Context: an optimization exercise on an open-source flow, tuned for small area, a short achievable clock period and few clock cycles per item. The choices shown serve that exercise and are no tape-out recipe.
Function was checked by simulation only, so behaviour that the tests miss may differ from the original.
Power figures rest on the tool's default switching activity, not on a simulated workload.

==> flow/design.v <==
module steer_hash (
    input              clk,
    input              rst,         
    input              start,       
    input      [63:0]  in_cfg,      
    input      [639:0] in_key,      
    input      [319:0] in_tkey,     
    output reg         done,        
    output     [31:0]  hash
);
    localparam integer K   = 2;                  
    localparam integer QB  = 16 * K;             
    localparam integer NST = (18 + K - 1) / K;   
    localparam [31:0] CRC_POLY = 32'h82F6_3B78;    
    function [31:0] crc_col(input integer t);
        reg [31:0] v;
        reg        fb;
        integer    n;
        begin
            v = 32'd0;
            for (n = 0; n < QB; n = n + 1) begin
                fb = v[0] ^ (n == t);
                v  = (v >> 1) ^ (fb ? CRC_POLY : 32'd0);
            end
            crc_col = v;
        end
    endfunction
    function [31:0] pad_init(input integer p);
        reg [31:0] c;
        integer    n;
        begin
            c = 32'hFFFF_FFFF;
            for (n = 0; n < 16 * p; n = n + 1)
                c = {c[30:0] ^ (c[31] ? CRC_POLY[30:0] : 31'd0), c[31]};
            pad_init = ~c;
        end
    endfunction
    function integer msg_pos(input integer q);
        integer b;
        begin
            b = 15 - (q % 16);
            msg_pos = 16 * (q / 16) + ((b >= 8) ? (b - 8) : (b + 8));
        end
    endfunction
    function [K-1:0] tcomb(input [K-1:0] a, input [K-1:0] b);
        integer x, y;
        begin
            tcomb = a | b;
            for (x = 1; x < K; x = x + 1)
                for (y = 1; x + y <= K; y = y + 1)
                    tcomb[x+y-1] = tcomb[x+y-1] | (a[x-1] & b[y-1]);
        end
    endfunction
    reg            busy;
    reg            func;         
    reg  [39:0]    rem;          
    reg  [NST-1:0] step;         
    reg  [QB-1:0]  dat;          
    reg  [63:0]    win;          
    reg  [31:0]    acc;          
    wire [39:0]    in_mask = in_cfg[55:16] & {40{in_cfg[63]}};
    wire           c_func  = busy ? func : in_cfg[62];
    wire [39:0]    c_mask  = busy ? rem : in_mask;
    wire [NST-1:0] c_step  = busy ? step : {{(NST-1){1'b0}}, 1'b1};
    reg  [2:0]     pc [0:63];
    integer        s, h, lv;
    always @(*) begin
        for (s = 0; s < 64; s = s + 1)
            pc[s] = (s < 40) ? {2'd0, in_mask[s]} : 3'd0;
        for (lv = 32; lv >= 1; lv = lv / 2)
            for (h = 0; h < lv; h = h + 1)
                pc[h] = (pc[2*h] + pc[2*h+1]) % K;
    end
    wire [5:0]     pnum  = (K - pc[0]) % K;
    wire           empty = ~|in_mask;
    reg  [K-1:0]   pad;          
    reg  [31:0]    init;         
    integer        p;
    always @(*) begin
        for (p = 0; p < K; p = p + 1)
            pad[p] = busy ? (p == 0) : ((in_cfg[62] ? 6'd0 : pnum) == p);
        init = 32'd0;
        if (!in_cfg[62]) begin
            if (empty)
                init = pad_init(K);      
            else
                for (p = 1; p < K; p = p + 1)
                    init = init | (pad_init(p) & {32{pad[p]}});
        end
    end
    wire [K-1:0] pre [0:6][0:39];
    genvar g, l;
    generate
        for (g = 0; g < 40; g = g + 1) begin : g_leaf
            assign pre[0][g] = (g == 0) ? {K{1'b0}} : {{(K-1){1'b0}}, c_mask[g-1]};
        end
        for (l = 0; l < 6; l = l + 1) begin : g_lvl
            for (g = 0; g < 40; g = g + 1) begin : g_pos
                if ((g >> l) & 1)
                    assign pre[l+1][g] = tcomb(pre[l][((g >> l) << l) - 1], pre[l][g]);
                else
                    assign pre[l+1][g] = pre[l][g];
            end
        end
    endgenerate
    reg  [15:0]    dr [0:K-1];
    reg  [15:0]    ds [0:K-1];
    reg  [QB-1:0]  c_dat;
    reg  [39:0]    rest;
    reg  [K:0]     th;
    integer        i;
    always @(*) begin
        for (i = 0; i < K; i = i + 1) dr[i] = 16'd0;
        for (s = 0; s < 40; s = s + 1) begin
            th = {pre[6][s], 1'b1};
            for (i = 0; i < K; i = i + 1)
                if (c_mask[s] && th[i] && !th[i+1])
                    dr[i] = dr[i] | in_key[639 - 16*s -: 16];
        end
        for (i = 0; i < K; i = i + 1) begin
            ds[i] = 16'd0;
            for (p = 0; p <= i; p = p + 1)
                if (pad[p]) ds[i] = ds[i] | dr[i-p];
            c_dat[QB-1-16*i -: 16] = ds[i];
        end
        rest = 40'd0;
        for (s = 0; s < 40; s = s + 1) begin
            th = {pre[6][s], 1'b1};
            for (p = 0; p < K; p = p + 1)
                if (pad[p] && th[K-p]) rest[s] = c_mask[s];
        end
    end
    reg  [31:0]    fetch;
    reg  [63:0]    c_win;
    integer        st;
    always @(*) begin
        fetch = 32'd0;
        for (st = 1; st < NST; st = st + 1)
            fetch = fetch | (in_tkey[319 - 32*(st+1) -: 32] & {32{c_step[st]}});
        if (busy)
            c_win = {win[31:0], fetch & {32{func}}};
        else
            c_win = in_tkey[319:256] & {64{in_cfg[62]}};
    end
    wire [63:0]    wb = win | {64{~func}};
    reg  [31:0]    arr, col;
    integer        q, b, t;
    always @(*) begin
        arr = 32'd0;
        for (q = 0; q < QB; q = q + 1) begin
            col = crc_col(msg_pos(q));
            for (b = 0; b < 32; b = b + 1)
                arr[b] = arr[b] ^ (dat[QB-1-q] & (col[b] ? wb[32-q+b] : win[32-q+b]));
        end
    end
    wire [31:0]    nxt = arr ^ (func ? acc : 32'hFFFF_FFFF);
    wire [31:0]    c_acc = busy ? nxt : init;
    reg  [QB-1:0]  n_dat;
    always @(*) begin
        for (q = 0; q < QB; q = q + 1) begin
            t = msg_pos(q);
            n_dat[QB-1-q] = c_dat[QB-1-q] ^ ((t < 32) ? (~c_func & ~c_acc[t]) : 1'b0);
        end
    end
    always @(posedge clk) begin
        if (rst) begin
            busy <= 1'b0;
            done <= 1'b0;
        end else begin
            done <= 1'b0;
            if (start || busy) begin
                busy <= |rest;
                done <= ~|rest;
            end
        end
        func <= c_func;
        rem  <= rest;
        step <= c_step << 1;
        dat  <= n_dat;
        win  <= c_win;
        acc  <= c_acc;
    end
    assign hash = nxt;
endmodule
export LEC_CHECK = 0
export CAP_MARGIN = 20
export CELL_PAD_IN_SITES_DETAIL_PLACEMENT = 1
export CELL_PAD_IN_SITES_GLOBAL_PLACEMENT = 2
export CORE_AREA = 5 5 415 415
export DIE_AREA = 0 0 420 420
export PLACE_DENSITY = 0.4
export SETUP_SLACK_MARGIN = 3.5
export SLEW_MARGIN = 20
create_clock -name core_clock -period 9.0 [get_ports {clk}]
standard.sh (not shown) runs the stock make flow with config.mk's settings and CLKGATE_MAP_FILE= SYNTH_SCRIPT=/design/flow/synth_recipe.tcl, a recipe that flattens the netlist after the stock synthesis.
==> flow/flow/run.sh <==
#!/bin/bash
# Standard ORFS layout; port buffers use the smallest buffer cell.
set -o pipefail
bash standard.sh "BUFFER_PORTS_ARGS=-buffer_cell sky130_fd_sc_hd__buf_1" finish > standard_flow.log 2>&1
Testbench counts at the start, summed over its fixed seeds: cycles 30,055, hashes 4,800.
Rerun with:
--- a/flow/design.v
+++ b/flow/design.v
@@ -61,19 +61,11 @@
     wire [39:0]    in_mask = in_cfg[55:16] & {40{in_cfg[63]}};
     wire           c_func  = busy ? func : in_cfg[62];
     wire [39:0]    c_mask  = busy ? rem : in_mask;
     wire [NST-1:0] c_step  = busy ? step : {{(NST-1){1'b0}}, 1'b1};
-    reg  [2:0]     pc [0:63];
+    wire [5:0]     pnum  = {5'd0, ^in_mask};
+    wire           empty = ~|in_mask;
     integer        s, h, lv;
-    always @(*) begin
-        for (s = 0; s < 64; s = s + 1)
-            pc[s] = (s < 40) ? {2'd0, in_mask[s]} : 3'd0;
-        for (lv = 32; lv >= 1; lv = lv / 2)
-            for (h = 0; h < lv; h = h + 1)
-                pc[h] = (pc[2*h] + pc[2*h+1]) % K;
-    end
-    wire [5:0]     pnum  = (K - pc[0]) % K;
-    wire           empty = ~|in_mask;
     reg  [K-1:0]   pad;          
     reg  [31:0]    init;         
     integer        p;
     always @(*) begin
@@ -129,8 +121,19 @@
             for (p = 0; p < K; p = p + 1)
                 if (pad[p] && th[K-p]) rest[s] = c_mask[s];
         end
     end
+    reg  [2:0]     sc [0:63];
+    always @(*) begin
+        for (s = 0; s < 64; s = s + 1)
+            sc[s] = (s < 40) ? {2'b00, c_mask[s]} : 3'd0;
+        for (lv = 32; lv >= 1; lv = lv / 2)
+            for (h = 0; h < lv; h = h + 1)
+                sc[h] = {sc[2*h][2] | sc[2*h+1][2] | (sc[2*h][1] & sc[2*h+1][0]) | (sc[2*h][0] & sc[2*h+1][1]),
+                         sc[2*h][1] | sc[2*h+1][1] | (sc[2*h][0] & sc[2*h+1][0]),
+                         sc[2*h][0] | sc[2*h+1][0]};
+    end
+    wire           more = sc[0][2];
     reg  [31:0]    fetch;
     reg  [63:0]    c_win;
     integer        st;
     always @(*) begin
@@ -168,10 +171,10 @@
             done <= 1'b0;
         end else begin
             done <= 1'b0;
             if (start || busy) begin
-                busy <= |rest;
-                done <= ~|rest;
+                busy <= more;
+                done <= ~more;
             end
         end
         func <= c_func;
         rem  <= rest;
Power grows by 0.71%. Clock power shrinks by about 0.8%. Register-to-register slack is better by 0.28 ns. Clock skew hardly moves. Final area increases by 1.6%. Core utilization goes up by 0.42 points. Routed wire length decreases by 2.5%.
Testbench counts after the change, summed over its fixed seeds: cycles 30,055, hashes 4,800.

-- separate check: timing with driven ports --
How much do the figures lean on ideal ports? The routed layouts below were timed once more, with nothing changed but the port constraints.
Step 1 assumes that a clkbuf_16 drives the clock port and a buf_2 every other input.
Step 2, shift: input delay + t, output delay - t, t = (earliest + latest rising clock arrival at the registers) / 2. This alone moves slack from input paths to output paths.
Three values: no drivers, after step 1, after step 2; two values: the first two.
| run | t, ns | slack for setup (ns) | worst register clock-pin slew, ns | worst data-port slew with drivers (ns) |
|---|---|---|---|---|
| the first run | 0.653 | 3.326 / 3.338 / 2.685 | 0.10 / 0.10 | 0.59 |
| the second run | 0.605 | 3.299 / 3.243 / 2.638 | 0.10 / 0.10 | 0.27 |
After both steps every run listed still meets setup and hold. For the second run, which loses most, drivers alone change the setup slack by -0.056 ns; drivers and shift together by -0.661 ns.
